This design comes from an exercise in tuning for small area, a short achievable clock period and few clock cycles per item on the open sky130 flow, not from production work. Function was checked by simulation only, so behaviour that the tests miss may differ from the original.

[design/flow/design.v]
module flarrath_lpu (
    input             clk,
    input             rst,
    input             start,
    output            in_ready,
    input      [2:0]  op,
    input      [35:0] x,
    input      [35:0] f0,
    input      [35:0] f1,
    input      [35:0] f2,
    input      [35:0] f3,
    input      [35:0] f4,
    input      [35:0] f5,
    input      [35:0] f6,
    input      [35:0] f7,
    input      [35:0] f8,
    output reg        done,
    output reg        exc,
    output reg [35:0] result,
    output reg [2:0]  wb_en,
    output reg [35:0] wb0,
    output reg [35:0] wb1,
    output reg [35:0] wb2
);
    localparam OP_SCALE  = 3'd0;
    localparam OP_SCALEU = 3'd1;
    localparam OP_CLAMP  = 3'd2;
    localparam OP_MKDUTY = 3'd3;
    localparam OP_PIQ    = 3'd4;
    localparam OP_PIDQ   = 3'd5;
    localparam OP_SLEW   = 3'd6;
    localparam T_INT    = 4'h0;
    localparam T_Q31    = 4'h1;
    localparam T_Q16    = 4'h2;
    localparam T_Q31S   = 4'h3;
    localparam T_Q16S   = 4'h4;
    localparam T_SAMPLE = 4'h9;
    localparam T_DUTY   = 4'hA;
    localparam T_RSVC   = 4'hC;
    localparam T_RSVD   = 4'hD;
    localparam T_POISON = 4'hE;
    localparam T_EMPTY  = 4'hF;
    localparam C_SAMPLE = 3'd0;
    localparam C_INT    = 3'd1;
    localparam C_Q31F   = 3'd2;    
    localparam C_QF     = 3'd3;    
    localparam C_SAME   = 3'd4;    
    localparam [31:0] MAX32 = 32'h7FFF_FFFF;
    localparam [31:0] MIN32 = 32'h8000_0000;
    function [32:0] sat33;
        input [32:0] v;
        begin
            if (v[32] != v[31])
                sat33 = {1'b1, v[32] ? MIN32 : MAX32};
            else
                sat33 = {1'b0, v[31:0]};
        end
    endfunction
    function [32:0] sat34;
        input [33:0] v;
        begin
            if (!(v[33:31] == 3'b000 || v[33:31] == 3'b111))
                sat34 = {1'b1, v[33] ? MIN32 : MAX32};
            else
                sat34 = {1'b0, v[31:0]};
        end
    endfunction
    function is_bad;
        input [3:0] t;
        is_bad = (t == T_RSVC) || (t == T_RSVD) || (t == T_EMPTY);
    endfunction
    function is_q31f;
        input [3:0] t;
        is_q31f = (t == T_Q31) || (t == T_Q31S);
    endfunction
    function is_q16f;
        input [3:0] t;
        is_q16f = (t == T_Q16) || (t == T_Q16S);
    endfunction
    function is_s;
        input [3:0] t;
        is_s = (t == T_Q31S) || (t == T_Q16S);
    endfunction
    function class_ok;
        input [2:0] cls;
        input [3:0] t;
        input [3:0] xt;
        begin
            case (cls)
                C_SAMPLE: class_ok = (t == T_SAMPLE);
                C_INT:    class_ok = (t == T_INT);
                C_Q31F:   class_ok = is_q31f(t);
                C_QF:     class_ok = is_q31f(t) || is_q16f(t);
                default:  class_ok = (is_q31f(t) && is_q31f(xt)) ||
                                     (is_q16f(t) && is_q16f(xt));
            endcase
        end
    endfunction
    function [3:0] n_frame;
        input [2:0] o;
        case (o)
            OP_MKDUTY: n_frame = 4'd1;
            OP_PIQ:    n_frame = 4'd5;
            OP_PIDQ:   n_frame = 4'd9;
            default:   n_frame = 4'd2;
        endcase
    endfunction
    function [2:0] x_class;
        input [2:0] o;
        case (o)
            OP_SCALE, OP_SCALEU: x_class = C_SAMPLE;
            OP_CLAMP:            x_class = C_QF;
            default:             x_class = C_Q31F;
        endcase
    endfunction
    function [2:0] f_class;
        input [2:0] o;
        input [3:0] i;
        case (o)
            OP_CLAMP:  f_class = C_SAME;
            OP_MKDUTY: f_class = C_INT;
            OP_PIQ:    f_class = (i < 2) ? C_QF : C_Q31F;
            OP_PIDQ:   f_class = (i < 3) ? C_QF : C_Q31F;
            default:   f_class = C_Q31F;
        endcase
    endfunction
    reg        rdy;           
    reg        a_v;           
    reg [1:0]  a_st;          
    reg        b_v;           
    reg [2:0]  c_op;
    reg [35:0] c_x;
    reg [35:0] c_f0, c_f1, c_f2, c_f3, c_f4, c_f5, c_f6, c_f7, c_f8;
    assign in_ready = rdy;
    wire op_long = (op == OP_PIQ) || (op == OP_PIDQ);
    wire [1:0] a_last = (c_op == OP_PIDQ) ? 2'd3 : (c_op == OP_PIQ) ? 2'd1 : 2'd0;
    always @(posedge clk) begin
        if (rdy) begin
            c_op <= op;
            c_x  <= x;
            c_f0 <= f0;
            c_f1 <= f1;
            c_f2 <= f2;
            c_f3 <= f3;
            c_f4 <= f4;
            c_f5 <= f5;
            c_f6 <= f6;
            c_f7 <= f7;
            c_f8 <= f8;
        end
    end
    always @(posedge clk) begin
        if (rst) begin
            rdy  <= 1'b1;
            a_v  <= 1'b0;
            a_st <= 2'd0;
            b_v  <= 1'b0;
        end else if (rdy) begin
            a_v  <= start;
            a_st <= 2'd0;
            rdy  <= !(start && op_long);
            b_v  <= a_v;
        end else begin
            a_st <= a_st + 2'd1;
            rdy  <= (a_st + 2'd1 == a_last);
            b_v  <= 1'b0;
        end
    end
    wire [35:0] c_f [0:8];
    assign c_f[0] = c_f0;
    assign c_f[1] = c_f1;
    assign c_f[2] = c_f2;
    assign c_f[3] = c_f3;
    assign c_f[4] = c_f4;
    assign c_f[5] = c_f5;
    assign c_f[6] = c_f6;
    assign c_f[7] = c_f7;
    assign c_f[8] = c_f8;
    wire [3:0]  xt = c_x[35:32];
    wire [31:0] xv = c_x[31:0];
    wire [3:0]  nf = n_frame(c_op);
    reg        chk_exc;
    reg [7:0]  chk_info;
    reg        chk_poison;
    reg [31:0] chk_pval;
    reg        any_s;
    integer    i;
    always @(*) begin
        chk_exc    = 1'b0;
        chk_info   = 8'h00;
        chk_poison = 1'b0;
        chk_pval   = 32'h0;
        any_s      = is_s(xt);
        for (i = 0; i < 9; i = i + 1)
            if (i < nf && is_s(c_f[i][35:32]))
                any_s = 1'b1;
        if (is_bad(xt)) begin
            chk_exc  = 1'b1;
            chk_info = {4'h0, xt};
        end else begin
            for (i = 8; i >= 0; i = i - 1)
                if (i < nf && is_bad(c_f[i][35:32])) begin
                    chk_exc  = 1'b1;
                    chk_info = {4'h3, c_f[i][35:32]};
                end
        end
        if (!chk_exc) begin
            if (xt == T_POISON) begin
                chk_poison = 1'b1;
                chk_pval   = xv;
            end else begin
                for (i = 8; i >= 0; i = i - 1)
                    if (i < nf && c_f[i][35:32] == T_POISON) begin
                        chk_poison = 1'b1;
                        chk_pval   = c_f[i][31:0];
                    end
            end
        end
        if (!chk_exc && !chk_poison) begin
            if (!class_ok(x_class(c_op), xt, xt)) begin
                chk_exc  = 1'b1;
                chk_info = {4'h0, xt};
            end else begin
                for (i = 8; i >= 0; i = i - 1)
                    if (i < nf && !class_ok(f_class(c_op, i[3:0]), c_f[i][35:32], xt)) begin
                        chk_exc  = 1'b1;
                        chk_info = {4'h3, c_f[i][35:32]};
                    end
            end
        end
    end
    reg [31:0] MA, MB;
    reg        MQ16;      
    reg        MFUSE;     
    reg        MSPEC;     
    reg        MSC;       
    reg        MEP, MEG, MET;    
    reg        a_first;   
    wire [65:0] m_rnd  = MQ16 ? 66'h8000 : 66'h4000_0000;
    wire [65:0] m_fadd = MFUSE ? {{3{c_f7[31]}}, c_f7[31:0], 31'h0} : 66'h0;
    wire [65:0] m_corr = MSPEC ? {{35{1'b1}}, 31'h0} : 66'h0;
    wire signed [65:0] m_sum = $signed(MA) * $signed(MB) + $signed(m_rnd) +
                               $signed(m_fadd) + $signed(m_corr);
    wire [49:0] m_t   = MQ16 ? m_sum[65:16] : {{15{m_sum[65]}}, m_sum[65:31]};
    wire        m_sat = !(m_t[49:31] == {19{1'b0}} || m_t[49:31] == {19{1'b1}});
    wire [31:0] m_g   = m_sat ? (m_t[49] ? MIN32 : MAX32) : m_t[31:0];
    reg [32:0] Rp;        
    reg [31:0] Rg;        
    reg [31:0] Rt;        
    reg [31:0] Rs;        
    reg        a_s;       
    wire is_sc   = (c_op == OP_SCALE) || (c_op == OP_SCALEU);
    wire is_cl   = (c_op == OP_CLAMP);
    wire is_piq  = (c_op == OP_PIQ);
    wire is_pid  = (c_op == OP_PIDQ);
    wire is_slew = (c_op == OP_SLEW) || (c_op == 3'd7);
    reg  [31:0] s_a, s_b;
    reg         s_sub;
    reg         s_ev;
    always @(*) begin
        s_a   = xv;
        s_b   = 32'h0;
        s_sub = 1'b0;
        s_ev  = 1'b0;
        if (is_sc) begin
            s_a = c_f1[31:0];
        end else if (is_piq) begin
            s_a  = c_f4[31:0];
            s_b  = Rg;
            s_ev = a_st[0];
        end else if (is_pid) begin
            case (a_st)
                2'd0: begin
                    s_a = xv;  s_b = c_f8[31:0]; s_sub = 1'b1; s_ev = 1'b1;
                end
                2'd2: begin
                    s_a = Rt;  s_b = c_f7[31:0]; s_sub = 1'b1; s_ev = 1'b1;
                end
                2'd3: begin
                    s_a = c_f6[31:0]; s_b = Rg; s_ev = 1'b1;
                end
                default: begin
                    s_a = c_f6[31:0]; s_b = Rg;
                end
            endcase
        end else if (is_slew) begin
            s_b   = c_f0[31:0];
            s_sub = 1'b1;
            s_ev  = 1'b1;
        end
    end
    wire [32:0] s_raw = s_sub ? ({s_a[31], s_a} - {s_b[31], s_b})
                              : ({s_a[31], s_a} + {s_b[31], s_b});
    wire [32:0] s_res = sat33(s_raw);
    wire a_ev = ((MEP | MEG | MET) & !MSC & (m_sat | MSPEC)) | (s_ev & s_res[32]);
    always @(posedge clk) begin
        if (MEP)
            Rp <= MSC ? m_t[32:0] : {m_g[31], m_g};
        if (MEG)
            Rg <= m_g;
        if (MET)
            Rt <= m_g;
        if (rdy)
            Rs <= s_res[31:0];
        a_s     <= (a_first ? 1'b0 : a_s) | a_ev;
        a_first <= rdy;
    end
    wire in_sc  = (op == OP_SCALE) || (op == OP_SCALEU);
    wire in_piq = (op == OP_PIQ);
    wire in_pid = (op == OP_PIDQ);
    always @(posedge clk) begin
        MFUSE <= 1'b0;
        MSPEC <= 1'b0;
        MSC   <= 1'b0;
        MEP   <= 1'b0;
        MEG   <= 1'b0;
        MET   <= 1'b0;
        if (rdy) begin
            MA   <= (op == OP_SCALE)  ? {x[15:0], 16'h0000} :
                    (op == OP_SCALEU) ? {1'b0, x[15:0], 15'h0000} : x[31:0];
            MB   <= in_piq ? f1[31:0] : f0[31:0];
            MQ16 <= in_piq ? is_q16f(f1[35:32]) : (in_pid & is_q16f(f0[35:32]));
            MSC  <= in_sc;
            MEP  <= in_sc | in_pid;
            MEG  <= in_piq;
        end else if (is_pid) begin
            case (a_st)
                2'd0: begin
                    MA   <= s_res[31:0];
                    MB   <= c_f2[31:0];
                    MQ16 <= is_q16f(c_f2[35:32]);
                    MET  <= 1'b1;
                end
                2'd1: begin
                    MA   <= xv;
                    MB   <= c_f1[31:0];
                    MQ16 <= is_q16f(c_f1[35:32]);
                    MEG  <= 1'b1;
                end
                default: begin
                    MA    <= s_res[31:0];
                    MB    <= c_f3[31:0];
                    MQ16  <= 1'b0;
                    MFUSE <= 1'b1;
                    MSPEC <= (s_res[31:0] == MIN32) && (c_f3[31:0] == MIN32);
                    MET   <= 1'b1;
                end
            endcase
        end else begin
            MA   <= xv;
            MB   <= c_f0[31:0];
            MQ16 <= is_q16f(c_f0[35:32]);
            MEP  <= 1'b1;
        end
    end
    reg        bq_sc, bq_cl, bq_md, bq_piq, bq_pid, bq_sl;
    reg        b_usep;
    reg [31:0] b_e;       
    reg [31:0] b_a;       
    reg [31:0] b_lo;      
    reg [31:0] b_hi;      
    reg        b_lohi, b_lomin, b_himax, b_epos, b_eneg;
    reg        b_exc, b_poison, b_anys, b_xq16;
    reg [7:0]  b_info;
    wire [31:0] step = c_f1[31] ? 32'h0 : c_f1[31:0];
    reg  [31:0] n_lo, n_hi, n_a;
    always @(*) begin
        n_a  = c_f0[31:0];
        n_lo = MIN32;
        n_hi = MAX32;
        case (c_op)
            OP_CLAMP: begin
                n_lo = c_f0[31:0];
                n_hi = c_f1[31:0];
            end
            OP_PIQ: begin
                n_a  = c_f4[31:0];
                n_lo = c_f2[31:0];
                n_hi = c_f3[31:0];
            end
            OP_PIDQ: begin
                n_a  = c_f6[31:0];
                n_lo = c_f4[31:0];
                n_hi = c_f5[31:0];
            end
            OP_SLEW, 3'd7: begin
                n_lo = -step;
                n_hi = step;
            end
            default: ;
        endcase
    end
    always @(posedge clk) begin
        bq_sc    <= is_sc;
        bq_cl    <= is_cl;
        bq_md    <= (c_op == OP_MKDUTY);
        bq_piq   <= is_piq;
        bq_pid   <= is_pid;
        bq_sl    <= is_slew;
        b_usep   <= is_sc | is_piq | is_pid;
        b_e      <= chk_poison ? chk_pval : xv;
        b_a      <= n_a;
        b_lo     <= n_lo;
        b_hi     <= n_hi;
        b_lohi   <= $signed(n_lo) > $signed(n_hi);
        b_lomin  <= (n_lo == MIN32);
        b_himax  <= (n_hi == MAX32);
        b_epos   <= !xv[31] && (xv != 32'h0);
        b_eneg   <= xv[31];
        b_exc    <= chk_exc;
        b_info   <= chk_info;
        b_poison <= chk_poison;
        b_anys   <= any_s;
        b_xq16   <= is_q16f(xt);
    end
    wire [33:0] b_t1 = b_usep ? {Rp[32], Rp} : 34'h0;
    wire [33:0] b_t3 = bq_pid ? {{2{Rt[31]}}, Rt} : 34'h0;
    wire [33:0] b_s  = b_t1 + {{2{Rs[31]}}, Rs} + b_t3;
    wire [32:0] b_ss = sat34(b_s);
    wire v_gt = ($signed(b_s) > $signed({{2{b_hi[31]}}, b_hi})) && !b_himax;
    wire v_lt = ($signed(b_s) < $signed({{2{b_lo[31]}}, b_lo})) && !b_lomin;
    wire [31:0] lim = b_lohi ? b_lo : v_gt ? b_hi : v_lt ? b_lo : b_ss[31:0];
    wire hold = b_lohi | (v_gt & b_epos) | (v_lt & b_eneg);
    wire [31:0] ni = hold ? b_a : Rs;
    wire [32:0] sy = sat33({b_a[31], b_a} + {lim[31], lim});
    wire s_all = a_s | b_anys | b_ss[32] | (bq_sl & sy[32]);
    wire [3:0] tag  = s_all ? T_Q31S : T_Q31;
    wire [3:0] tag_cl = b_xq16 ? (b_anys ? T_Q16S : T_Q16) : (b_anys ? T_Q31S : T_Q31);
    reg [35:0] n_result;
    reg [2:0]  n_wb_en;
    reg [35:0] n_wb0;
    always @(*) begin
        n_wb_en = 3'b000;
        n_wb0   = {tag, ni};
        if (bq_sc || bq_piq || bq_pid)
            n_result = {tag, lim};
        else if (bq_cl)
            n_result = {tag_cl, lim};
        else if (bq_md)
            n_result = {T_DUTY, b_a[7:0], b_epos ? b_e[30:7] : 24'h000000};
        else begin
            n_result = {tag, sy[31:0]};
            n_wb0    = {tag, sy[31:0]};
        end
        if (bq_piq || bq_sl)
            n_wb_en = 3'b001;
        if (bq_pid)
            n_wb_en = 3'b111;
        if (b_exc) begin
            n_result = {T_INT, 24'h000000, b_info};
            n_wb_en  = 3'b000;
        end else if (b_poison) begin
            n_result = {T_POISON, b_e};
            n_wb_en  = 3'b000;
        end
    end
    always @(posedge clk) begin
        if (rst)
            done <= 1'b0;
        else
            done <= b_v;
        exc    <= b_exc;
        result <= n_result;
        wb_en  <= n_wb_en;
        wb0    <= n_wb0;
        wb1    <= {tag, Rt};
        wb2    <= {tag, b_e};
    end
endmodule
[design/flow/run.sh]
#!/bin/bash
# synth_recipe.tcl (not shown) runs the flow's synth.tcl, then flattens the netlist and writes it again
# the make line also repeats each setting of config.mk as NAME=value (left out here)
make -C /OpenROAD-flow-scripts/flow DESIGN_CONFIG=/design/flow/config.mk WORK_HOME=/design/flow/orfs CLKGATE_MAP_FILE= SYNTH_SCRIPT=/design/flow/synth_recipe.tcl finish
[design/flow/config.mk]
export PLATFORM = sky130hd
export DESIGN_NAME = flarrath_lpu
export DESIGN_NICKNAME = flarrath_lpu
export VERILOG_FILES = /design/flow/design.v
export SDC_FILE = /design/flow/constraint.sdc
export NUM_CORES = 4
export LEC_CHECK = 0
export CAP_MARGIN = 30
export CORE_MARGIN = 2
export CORE_UTILIZATION = 30
export MAX_ROUTING_LAYER = met4
export SLEW_MARGIN = 30
[design/flow/constraint.sdc]
create_clock -name core_clock -period 50.0 [get_ports {clk}]
set_input_delay 10.0000 -clock core_clock [delete_from_list [all_inputs] [get_ports {clk}]]
set_output_delay 10.0000 -clock core_clock [all_outputs]
set_load 0.01 [all_outputs]
==> notes.md, run 1 <==
* Tcrit/Tclk final at 24.1%
* Dpl hpwl at 333 mm
* Outcome: no timing/DRC/antenna violations
* Die W at 544 um
* Number of synthesized register bits at 856
* Syn Area/Cell at 9.40 sq um
* Main synth FF type: edfxtp_1
* Starting Density at 30.1%
* Skew final at 0.0845 ns
* Hold_buf cts at 0
* Antenna violations before repair at 62
* Antenna-violating nets left at 0
* Synth top area cells: fa_1, edfxtp_1, dfxtp_1, ha_1, inv_1
* Yosys cell types at 105
* Num CTS Buffers at 104
* Post-Syn Instances at 9322
* # fillers at 30100
* CP Cell Sequence: clkdlybuf4s50_1
* Routed wire per std cell at 30.0 um
* CP delay by family, top: buffers and inverters
* CTS tree: yes
* Worst-path cell with the longest stage delay: clkdlybuf4s50_1
* Asr flop ratio synth at 0%
* Hold path start: b_e[6]$_DFF_P_
* Pre-antenna DRT Iters at 11
* FP Rows at 198
* Warnings from Yosys at 1
* WP data arrival at 2.06 ns
* Clock Tree Root: clkbuf_16
* Max-slew headroom at 21.4%
* Share of cells above drive strength 1 at 5.71%
* Crit path max fanout at 1
* CP startpoint kind: flop
* Final wirelength at 407 mm
* Register area share after synthesis at 25.2%
* Worst r2r src: bq_pid$_DFF_P_
* Area share of the largest cell type after synthesis at 27.6%
* CTS Buffer Depth at 4
* CTS H-tree depth at 3
* Via density at 5.48
* R2r worst-path depth at 41
* Post-CTS Resized at 0
* First-pass GRT wire length at 567 mm
* Max-slew violations at 0
* Synth area leader: fa_1
* R2r setup slk at 38.00 ns
* Fin crit period at 12.06 ns
* Hold slack at 0.373 ns
* Post-CTS setup buffer count at 0
* Die Ht at 544 um
* GRT Util Overall at 27.9%
* Pin count of the biggest net entering global routing at 173
* CP bufs+invs at 1
* HP Class: flop to flop
* Post-Layout Inst Area at 100000 sq um
* DR iter-0 viols at 10300
* Clk Latency, worst-skew pair at 0.87 ns
* DRC viols at 0
* GR Overflow Total at 0
* Max Cap Violations at 0
* Setup Total Neg Slack at 0 ns
* Hold path cells at 0
* Hold Path Sink: wb2[6]$_DFF_P_
* Area delta synth->final at 14.6%
* Fmax at 82.9 MHz
* Most frequent cells in the layout: inv_1, nand2_1, fa_1, clkdlybuf4s50_1, edfxtp_1
* Layout Nets at 11600
* Final setup vio count at 0
* Critical path class: flop to primary output
* CTS sink cnt at 856
* # port buffers at 506
* Worst setup EP type: primary output
* Syn Std Cell Area at 87600 sq um
* Via count at 74400
* Tightest Pin Transition at 1.18 ns
* Final hold vios at 0
* Routability-driven placement congestion ratio at 1.09
* Vias in the first global route at 72300
* Critical Path Max Stage Delay at 0.63 ns
* Placed cell areas at 96800 sq um
* Number of flops mapped to enable cells by yosys at 492
* RSZ-0062 raised after global routing: false
* Die area at 296000 sq um
* RR Endpoint: result[6]$_SDFF_PP0_
* Worst EP required at 40.00 ns
* Core box area at 291000 sq um
* IO Pins at 516
* Clock-pin transition on the worst setup and hold timing paths at 0.06 ns
* Commonest non-fill, non-tap cell in the layout: inv_1
-- kinds of logic after synthesis --
logic type      share of synthesized area [%]
xor+xnor                                 1.82
compound gates                           13.4
mux                                      3.07
fa+ha+maj                                33.9
other cells                           0.00857
buf+inv                                  8.63
flops                                    25.2
simple gates                             14.0
-- synth_stat cells, drive strengths merged, types with 53 or more instances --
| cell | n |
|---|---|
| ha | 445 |
| and2 | 346 |
| o22ai | 53 |
| a221oi | 53 |
| a22oi | 98 |
| dfxtp | 364 |
| nor3 | 177 |
| inv | 1403 |
| xor2 | 69 |
| nand3 | 76 |
| o21ai | 351 |
| xnor2 | 113 |
| a221o | 57 |
| nand2 | 1234 |
| nand2b | 59 |
| a21oi | 432 |
| buf | 90 |
| nand4 | 77 |
| edfxtp | 492 |
| a31oi | 74 |
| a211oi | 141 |
| mux2 | 92 |
| clkbuf | 477 |
| fa | 1208 |
| nor2 | 441 |
| a21o | 146 |
| mux2i | 165 |
-- metal layers --
| layer | wire length (um) | global-route usage [%] |
|---|---|---|
| met2 | 173000 | 39.9 |
| met4 | 24500 | 13.6 |
| met3 | 44400 | 6.61 |
| met1 | 166000 | 36.8 |
| met5 | 0 | - |
-- area by class of cell --
| type | instances | area (sq um) | area share, % |
|---|---|---|---|
| antenna | 39 | 97.6 | 0.0972 |
| clock buffer | 144 | 2930 | 2.92 |
| clock inverter | 47 | 488 | 0.486 |
| inverter | 1404 | 5270 | 5.25 |
| multi-input combinational | 6502 | 58300 | 58.0 |
| sequential | 856 | 22100 | 22.0 |
| tap | 3900 | 4880 | 4.86 |
| timing repair buffer | 676 | 6380 | 6.35 |
-- per-stage QoR --
step                util [%]  instances  worst slack (ns)
finish                  34.5      13600             37.94
global route            34.5      13600             37.43
CTS                     34.5      13500             37.91
detailed placement      33.3      13300             37.25
global placement        33.3      13300             37.32
floorplan                  -       9329             30.96
-- worst max-delay path by stage --
stage,start,to,slack (ns),cells after the start
final,wb1[5]$_DFF_P_,wb1[5],37.94,1
after global placement,op[2],MB[30]$_DFF_P_,37.32,6
after global routing,bq_pid$_DFF_P_,result[29]$_SDFF_PP0_,37.43,41
after detailed placement,op[2],MB[30]$_DFF_P_,37.25,6
after CTS,wb1[9]$_DFF_P_,wb1[9],37.91,1
after floorplan,rdy$_SDFF_PP1_,in_ready,30.96,0
-- worst reg2reg max path: cells and delay by family (launching register included) --
kind,cells,cell delay (ns)
AOI/OAI and AO/OA,24,6.97
DFF,1,0.30
and+or+nand+nor,5,1.17
buffers and inverters,5,1.43
adders and majority gates,5,1.57
muxes,1,0.10
xor gates and xnor gates,1,0.33
Testbench counts, summed over its fixed seeds: cycles 132,098, items 80,000.
==> run 2, diff against run 1 <==
--- a/design/flow/design.v
+++ b/design/flow/design.v
@@ -234,3 +234,2 @@
     reg        MFUSE;     
-    reg        MSPEC;     
     reg        MSC;       
@@ -238,7 +237,29 @@
     reg        a_first;   
-    wire [65:0] m_rnd  = MQ16 ? 66'h8000 : 66'h4000_0000;
+    wire [32:0] bA  = {MA[31], MA};
+    wire [32:0] bA2 = {MA, 1'b0};
+    wire [32:0] bB  = {MB, 1'b0};
+    wire [65:0] b_row [0:15];
+    wire [65:0] b_neg;
+    genvar gj;
+    generate
+        for (gj = 0; gj < 16; gj = gj + 1) begin : g_booth
+            wire        nb = bB[2*gj+2];
+            wire        on = bB[2*gj+1] ^ bB[2*gj];
+            wire        tw = (bB[2*gj+2] & ~bB[2*gj+1] & ~bB[2*gj]) |
+                             (~bB[2*gj+2] & bB[2*gj+1] & bB[2*gj]);
+            wire [32:0] pp = (({33{on}} & bA) | ({33{tw}} & bA2)) ^ {33{nb}};
+            assign b_row[gj] = {33'd0, ~pp[32], pp[31:0]} << (2*gj);
+            assign b_neg[2*gj]   = nb;
+            assign b_neg[2*gj+1] = 1'b0;
+        end
+    endgenerate
+    assign b_neg[65:32] = 34'd0;
+    localparam [65:0] B_K = 66'h3_AAAA_AAAB_0000_0000;
+    wire [65:0] m_kc   = MQ16 ? (B_K + 66'h8000) : (B_K + 66'h4000_0000);
     wire [65:0] m_fadd = MFUSE ? {{3{c_f7[31]}}, c_f7[31:0], 31'h0} : 66'h0;
-    wire [65:0] m_corr = MSPEC ? {{35{1'b1}}, 31'h0} : 66'h0;
-    wire signed [65:0] m_sum = $signed(MA) * $signed(MB) + $signed(m_rnd) +
-                               $signed(m_fadd) + $signed(m_corr);
+    wire [65:0] m_sum  = b_row[0] + b_row[1] + b_row[2] + b_row[3] +
+                         b_row[4] + b_row[5] + b_row[6] + b_row[7] +
+                         b_row[8] + b_row[9] + b_row[10] + b_row[11] +
+                         b_row[12] + b_row[13] + b_row[14] + b_row[15] +
+                         b_neg + m_kc + m_fadd;
     wire [49:0] m_t   = MQ16 ? m_sum[65:16] : {{15{m_sum[65]}}, m_sum[65:31]};
@@ -294,3 +315,3 @@
     wire [32:0] s_res = sat33(s_raw);
-    wire a_ev = ((MEP | MEG | MET) & !MSC & (m_sat | MSPEC)) | (s_ev & s_res[32]);
+    wire a_ev = ((MEP | MEG | MET) & !MSC & m_sat) | (s_ev & s_res[32]);
     always @(posedge clk) begin
@@ -312,3 +333,2 @@
         MFUSE <= 1'b0;
-        MSPEC <= 1'b0;
         MSC   <= 1'b0;
@@ -344,3 +364,2 @@
                     MFUSE <= 1'b1;
-                    MSPEC <= (s_res[31:0] == MIN32) && (c_f3[31:0] == MIN32);
                     MET   <= 1'b1;
@@ -422,6 +441,9 @@
     wire [31:0] lim = b_lohi ? b_lo : v_gt ? b_hi : v_lt ? b_lo : b_ss[31:0];
+    wire sl_gt = $signed(Rs) > $signed(b_hi);
+    wire sl_lt = $signed(Rs) < $signed(b_lo);
+    wire [31:0] sl_d = sl_gt ? b_hi : sl_lt ? b_lo : Rs;
     wire hold = b_lohi | (v_gt & b_epos) | (v_lt & b_eneg);
     wire [31:0] ni = hold ? b_a : Rs;
-    wire [32:0] sy = sat33({b_a[31], b_a} + {lim[31], lim});
-    wire s_all = a_s | b_anys | b_ss[32] | (bq_sl & sy[32]);
+    wire [32:0] sy = sat33({b_a[31], b_a} + {sl_d[31], sl_d});
+    wire s_all = a_s | b_anys | (bq_sl ? sy[32] : b_ss[32]);
     wire [3:0] tag  = s_all ? T_Q31S : T_Q31;
==> design/flow/flow/run.sh (new file) <==
#!/bin/bash
# Layout flow: the standard ORFS flow (standard synthesis unchanged),
# with two layout choices changed:
#  - port buffers are sky130_fd_sc_hd__buf_2 instead of the default pick;
set -euo pipefail
bash standard.sh \
  "BUFFER_PORTS_ARGS=-buffer_cell sky130_fd_sc_hd__buf_2" \
  "SETUP_SLACK_MARGIN=38.8" \
  finish > flow_make.log 2>&1
==> design/flow/standard.sh (new file) <==
#!/bin/bash
# synth_recipe.tcl (not shown) runs the flow's synth.tcl, then flattens the netlist and writes it again
# the make line also repeats each setting of config.mk as NAME=value (left out here)
make -C /OpenROAD-flow-scripts/flow DESIGN_CONFIG=/design/flow/config.mk WORK_HOME=/design/flow/orfs CLKGATE_MAP_FILE= SYNTH_SCRIPT=/design/flow/synth_recipe.tcl "${@:-finish}"
--- a/design/flow/config.mk
+++ b/design/flow/config.mk
@@ -7,5 +7,6 @@
 export LEC_CHECK = 0
+export ABC_AREA = 1
 export CAP_MARGIN = 30
 export CORE_MARGIN = 2
-export CORE_UTILIZATION = 30
+export CORE_UTILIZATION = 45
 export MAX_ROUTING_LAYER = met4
removed: design/flow/run.sh
==> run 2 against run 1 <==
Effect of this change:
- via count grew 3.3%
- global-route usage grew 20 points
- fmax grew 7.4%
- final cell count shrank 9.9%
- routed wire length grew 1.9%
- worst hold slack lost 0.028 ns
- core utilization grew 16 points
- first-iteration DRC count grew 6.7%
- register-to-register slack gained 1.2 ns
- largest cell class unchanged
==> notes.md, run 2 <==
* IO Pins at 516
* Share of cells above drive strength 1 at 10.6%
* Setup crit start: wb0[33]$_DFF_P_
* Number of synthesized register bits at 855
* Worst setup EP type: primary output
* Clk Latency, worst-skew pair at 0.77 ns
* Count leader, synth: nand2_1
* Tcrit/Tclk final at 22.5%
* GR Overflow Total at 0
* CTS H-tree depth at 3
* Pin count of the biggest net entering global routing at 175
* Fmax at 89.1 MHz
* WP data arrival at 1.23 ns
* Dpl hpwl at 327 mm
* Final setup vio count at 0
* GRT Util Overall at 47.7%
* Die W at 418 um
* CP bufs+invs at 1
* Worst r2r src: MB[5]$_DFF_P_
* Worst-path cell with the longest stage delay: dfxtp_4
* Max Cap Violations at 0
* Area share of the largest cell type after synthesis at 19.1%
* Num CTS Buffers at 97
* CP Cell Sequence: buf_6
* Post-Syn Instances at 9626
* Hold Path Sink: wb2[2]$_DFF_P_
* Area delta synth->final at 11.2%
* Number of flops mapped to enable cells by yosys at 492
* # fillers at 16600
* Yosys cell types at 77
* Most frequent cells in the layout: nand2_1, inv_1, o21ai_0, nor2_1, xor2_1
* Top cells by count, synth: nand2_1, inv_1, o21ai_0, nor2_1, xor2_1
* Register area share after synthesis at 28.6%
* Critical path class: flop to primary output
* Fin util at 50.2%
* First-pass GRT wire length at 568 mm
* Outcome: no timing/DRC/antenna violations
* Hold path cells at 0
* RSZ-0062 raised after global routing: true
* Setup Total Neg Slack at 0 ns
* HP Class: flop to flop
* Die Ht at 418 um
* CP delay by family, top: flip-flops
* Clock-pin transition on the worst setup and hold timing paths at 0.06 ns
* Tightest Pin Transition at 1.21 ns
* Asr flop ratio synth at 0%
* Final wirelength at 415 mm
* Fin crit period at 11.23 ns
* DRC viols at 0
* Syn Area/Cell at 8.02 sq um
* DR iter-0 viols at 11000
* Syn Std Cell Area at 77200 sq um
* R2r setup slk at 39.21 ns
* Antenna violations before repair at 59
* Via count at 76800
* CTS Buffer Depth at 3
* Synth area leader: edfxtp_1
* FP Rows at 152
* Vias in the first global route at 73200
* Worst EP required at 40.00 ns
* Antenna-violating nets left at 0
* Crit path max fanout at 3
* Hold_buf cts at 0
* Main synth FF type: edfxtp_1
* Commonest non-fill, non-tap cell in the layout: nand2_1
* RR Endpoint: Rp[21]$_DFFE_PP_
* Starting Density at 45.2%
* # port buffers at 506
* Layout Nets at 11200
* Clock Tree Root: clkbuf_16
* CTS tree: yes
* Max-slew violations at 0
* Synth top area cells: edfxtp_1, fa_1, dfxtp_1, ha_1, xor2_1
* CTS sink cnt at 855
* Pre-antenna DRT Iters at 9
* Skew final at 0.0753 ns
* Warnings from Yosys at 1
* Max-slew headroom at 19.4%
* Core box area at 171000 sq um
* CP startpoint kind: flop
* Via density at 6.28
* Final hold vios at 0
* R2r worst-path depth at 33
* Critical Path Max Stage Delay at 0.36 ns
* Hold path start: b_e[2]$_DFF_P_
* Routability-driven placement congestion ratio at 1.13
* Routed wire per std cell at 33.9 um
* Die area at 175000 sq um
-- run 2: cell types whose count changed in the layout (fill, tap and decap cells not counted), moves of 161 or more --
cell / delta
o21ai_0: +449
buf_2: +448
nand2_1: +161
o22ai_1: +531
nor2_1: +220
clkdlybuf4s50_1: -505
and2_1: -341
nand3_1: +204
xor2_1: +548
mux2i_1: -163
fa_1: -719
-- run 2: how the worst max path moves through the flow --
stage                     slack, ns  depth (start not counted)        endpoint
after global routing          38.76                          1         wb1[33]
final                         38.77                          1         wb1[33]
after CTS                     38.74                          1        in_ready
after global placement        37.71                          9  MA[22]$_DFF_P_
after floorplan               37.06                          0        in_ready
after detailed placement      37.79                          9  MA[25]$_DFF_P_
-- run 2: metrics by stage --
stage / instances / area [sq um] / hold slack (ns) / setup slack, ns
global route: 12200 / 85900 / 0.358 / 38.76
CTS: 12100 / 85500 / 0.350 / 38.74
finish: 12200 / 85900 / 0.345 / 38.77
global placement: 12000 / 81700 / 0.335 / 37.71
detailed placement: 12000 / 81800 / 0.338 / 37.79
floorplan: 9633 / 77200 / 0.326 / 37.06
-- run 2: kinds of logic (layout without fill, tap and decap cells) --
| family | count (synthesis) | count (layout) | share of synthesized area (%) |
|---|---|---|---|
| mux | 2 | 2 | 0.0259 |
| other cells | 2 | 82 | 0.00973 |
| compound gates | 2509 | 2509 | 19.2 |
| buf+inv | 2007 | 2291 | 10.0 |
| flops | 855 | 855 | 28.6 |
| fa+ha+maj | 980 | 980 | 20.6 |
| xor+xnor | 660 | 660 | 7.49 |
| simple gates | 2611 | 2611 | 14.1 |
-- run 2: repair_timing --
action / in CTS / in global routing
buffers inserted: 3 / 0
hold endpoints to repair: 0 / 0
setup endpoints to repair: 119 / 54
gates resized for setup: 58 / 41
-- run 2: cell type report --
type | instances | area (sq um) | area share [%]
antenna | 73 | 183 | 0.213
clock buffer | 120 | 2690 | 3.13
clock inverter | 62 | 694 | 0.809
inverter | 1432 | 5380 | 6.26
multi-input combinational | 6771 | 47800 | 55.6
sequential | 855 | 22100 | 25.8
tap | 2233 | 2790 | 3.25
timing repair buffer | 677 | 4230 | 4.93
-- run 2: per-layer routing --
layer | wire [um] | global-route usage, % | share of wire, % | up-vias
met5 | 0 | - | 0 | -
li1 | - | - | - | 32900
met4 | 42800 | 38.2 | 10 | 0
met3 | 43400 | 11.7 | 10 | 1359
met1 | 149000 | 54.6 | 36 | 37200
met2 | 180000 | 71.2 | 43 | 5334
Testbench counts of run 2, summed over its fixed seeds: cycles 132,098, items 80,000.
==> run 3, diff against run 2 <==
==> design/flow/run.sh (new file) <==
#!/bin/bash
# synth_recipe.tcl (not shown) runs the flow's synth.tcl, then flattens the netlist and writes it again
# the make line also repeats each setting of config.mk as NAME=value (left out here)
make -C /OpenROAD-flow-scripts/flow DESIGN_CONFIG=/design/flow/config.mk WORK_HOME=/design/flow/orfs CLKGATE_MAP_FILE= SYNTH_SCRIPT=/design/flow/synth_recipe.tcl finish
removed: design/flow/flow/run.sh
removed: design/flow/standard.sh
==> run 3 against run 2 <==
Effect of this change:
- first-iteration DRC count increased by 9.0%
- critical path depth increased by 8
- via count increased by 1.9%
- final area increased by 2.0%
- register-to-register slack got worse by 0.60 ns
- non-clock buffer count decreased by 15
- clock skew decreased by 0.0022 ns
- core utilization increased by 1.0 points
- highest routed layer unchanged
- routed wire length increased by 2.3%
- largest cell class unchanged
- synthesized area unchanged
==> notes.md, run 3 <==
* Outcome: no timing/DRC/antenna violations
* Area delta synth->final at 13.5%
* First-pass GRT wire length at 579 mm
* # fillers at 16500
* Starting Density at 45.2%
* DRC viols at 0
* Pin count of the biggest net entering global routing at 199
* Final wirelength at 424 mm
* GR Overflow Total at 0
* Max-slew headroom at 15.9%
* Synth top area cells: edfxtp_1, fa_1, dfxtp_1, ha_1, xor2_1
* Worst setup EP type: flop
* Crit path max fanout at 16
* Max Cap Violations at 0
* Area share of the largest cell type after synthesis at 19.1%
* Clk Latency, worst-skew pair at 0.79 ns
* Via density at 6.43
* Syn Area/Cell at 8.02 sq um
* Syn Std Cell Area at 77200 sq um
* Die Ht at 418 um
* CTS H-tree depth at 3
* Antenna violations before repair at 49
* Register area share after synthesis at 28.6%
* Final worst slack at 37.67 ns
* Place WS at 36.98 ns
* Yosys cell types at 77
* CTS Buffer Depth at 3
* Num CTS Buffers at 93
* Synth area leader: edfxtp_1
* Via count at 78300
* CTS tree: yes
* DR iter-0 viols at 12000
* Hold_buf cts at 0
* Post-Syn Instances at 9626
* Asr flop ratio synth at 0%
* Pre-antenna DRT Iters at 10
* Critical path class: primary input to flop
* Core box area at 171000 sq um
* Top cells by count, synth: nand2_1, inv_1, o21ai_0, nor2_1, xor2_1
* Routed wire per std cell at 34.8 um
* Max-slew violations at 0
* Antenna-violating nets left at 0
* Dpl hpwl at 331 mm
* Clock Tree Root: clkbuf_16
* Die area at 175000 sq um
* Warnings from Yosys at 1
* Multi-input logic area at 47800 sq um
* Number of synthesized register bits at 855
* Routability-driven placement congestion ratio at 1.10
* Count leader, synth: nand2_1
* RSZ-0062 raised after global routing: false
* GRT Util Overall at 48.8%
* FP Rows at 152
* Setup Total Neg Slack at 0 ns
* Clock-pin transition on the worst setup and hold timing paths at 0.06 ns
* Fin crit period at 12.33 ns
* Vias in the first global route at 74600
* Tcrit/Tclk final at 24.7%
* Sequential cell area at 22100 sq um
* Worst EP required at 50.70 ns
* Layout Nets at 11200
* Number of flops mapped to enable cells by yosys at 492
* CP startpoint kind: primary input
* # port buffers at 506
* Tightest Pin Transition at 1.25 ns
* IO Pins at 516
* Main synth FF type: edfxtp_1
* Commonest non-fill, non-tap cell in the layout: nand2_1
* Final setup vio count at 0
* HP Class: flop to flop
* Final hold vios at 0
* WP data arrival at 13.03 ns
* CTS sink cnt at 855
* Share of cells above drive strength 1 at 4.88%
* Post-CTS Resized at 0
* Die W at 418 um
* Most frequent cells in the layout: nand2_1, inv_1, o21ai_0, nor2_1, xor2_1
* Post-CTS setup buffer count at 0
* Fmax at 81.1 MHz
* Skew final at 0.0731 ns
-- run 3: cell count changes in the layout (fill, tap and decap cells not counted), moves of 7 or more --
cell / before / now
diode_2: 73 / 47
dfxtp_1: 309 / 355
buf_2: 457 / 2
buf_4: 161 / 146
clkbuf_1: 11 / 23
clkdlybuf4s50_1: 0 / 506
clkinvlp_4: 9 / 2
buf_6: 52 / 3
inv_1: 1390 / 1381
dfxtp_2: 50 / 7
-- run 3: final timing paths --
kind / start / to / cells past startpoint / slack, ns
max: op[2] / MA[24]$_DFF_P_ / 9 / 37.67
min: b_e[5]$_DFF_P_ / wb2[5]$_DFF_P_ / 0 / 0.35
max reg2reg: MB[21]$_DFF_P_ / Rp[29]$_DFFE_PP_ / 34 / 38.61
min reg2reg: b_e[5]$_DFF_P_ / wb2[5]$_DFF_P_ / 0 / 0.35
-- run 3: final cells by class --
type / count / share of cell area [%]
tap: 2233 / 3.19
antenna: 47 / 0.134
sequential: 855 / 25.2
multi-input combinational: 6771 / 54.6
clock buffer: 132 / 3.06
clock inverter: 42 / 0.514
inverter: 1432 / 6.14
timing repair buffer: 662 / 7.23
-- run 3: per-layer routing --
metal / wire (um) / global-route usage [%] / vias to the layer above / part of all wire, %
met5: 0 / - / - / 0
met4: 46700 / 41.7 / 0 / 11
met3: 47800 / 12.2 / 1804 / 11
met2: 181000 / 71.7 / 5976 / 43
met1: 148000 / 55.8 / 37600 / 35
li1: - / - / 32900 / -
-- run 3: cell families (layout without fill, tap and decap cells) --
kind of cell             Yosys count  after routing  share of synthesized area [%]
flip-flops                       855            855                           28.6
multiplexers                       2              2                         0.0259
buffers and inverters           2007           2268                           10.0
adder cells (fa/ha/maj)          980            980                           20.6
other                              2             56                        0.00973
AND/OR/NAND/NOR                 2611           2611                           14.1
AO/OA/AOI/OAI                   2509           2509                           19.2
XOR/XNOR                         660            660                           7.49
-- run 3: per-stage QoR --
| stage | cell area [sq um] | util, % | cells | hold slack [ns] |
|---|---|---|---|---|
| floorplan | 77200 | - | 9633 | 0.326 |
| global route | 87600 | 51.2 | 12200 | 0.360 |
| global placement | 84100 | 49.2 | 11900 | 0.338 |
| finish | 87600 | 51.2 | 12200 | 0.350 |
| detailed placement | 84300 | 49.3 | 12000 | 0.341 |
| CTS | 87400 | 51.1 | 12100 | 0.351 |
-- run 3: worst max-delay path, stage by stage --
cell and delay, ns:
clkdlybuf4s50_1 0.45, nor2_1 0.14, buf_4 0.27, clkinv_1 0.56, nor2_1 0.79, inv_1 0.35
o221ai_1 0.27, nand2_1 0.08, nand2_1 0.10

## afterwards: timing with drivers on the ports
In the flow no input, the clock included, has a driving cell. The finished layouts below were timed again as built, in two steps.
Step 1, drivers: a clkbuf_16 drives clk and a buf_2 each remaining input, both assumed.
Step 2 moves the port delays by t, midway between the first and last clock arrival at a register: inputs arrive t later, outputs are due t later. That takes back most of the time a late clock gives input paths.
Slacks: no drivers / after step 1 / after step 2; pairs: no drivers / after step 1.
run | t, ns | setup WS [ns] | clock arrival spread, ns | worst slew at a driven data input, ns | cell pins on the clock port's net
run 1 | 0.932 | 37.943 / 37.840 / 37.130 | 0.088 / 0.089 | 0.20 | 1
run 2 | 0.806 | 38.772 / 38.698 / 38.095 | 0.079 / 0.078 | 0.16 | 1
run 3 | 0.839 | 37.666 / 37.718 / 36.880 | 0.073 / 0.073 | 0.16 | 1
After both steps every run listed still meets setup and hold. For run 1, which loses most, drivers alone change the setup slack by -0.103 ns; drivers and shift together by -0.813 ns.
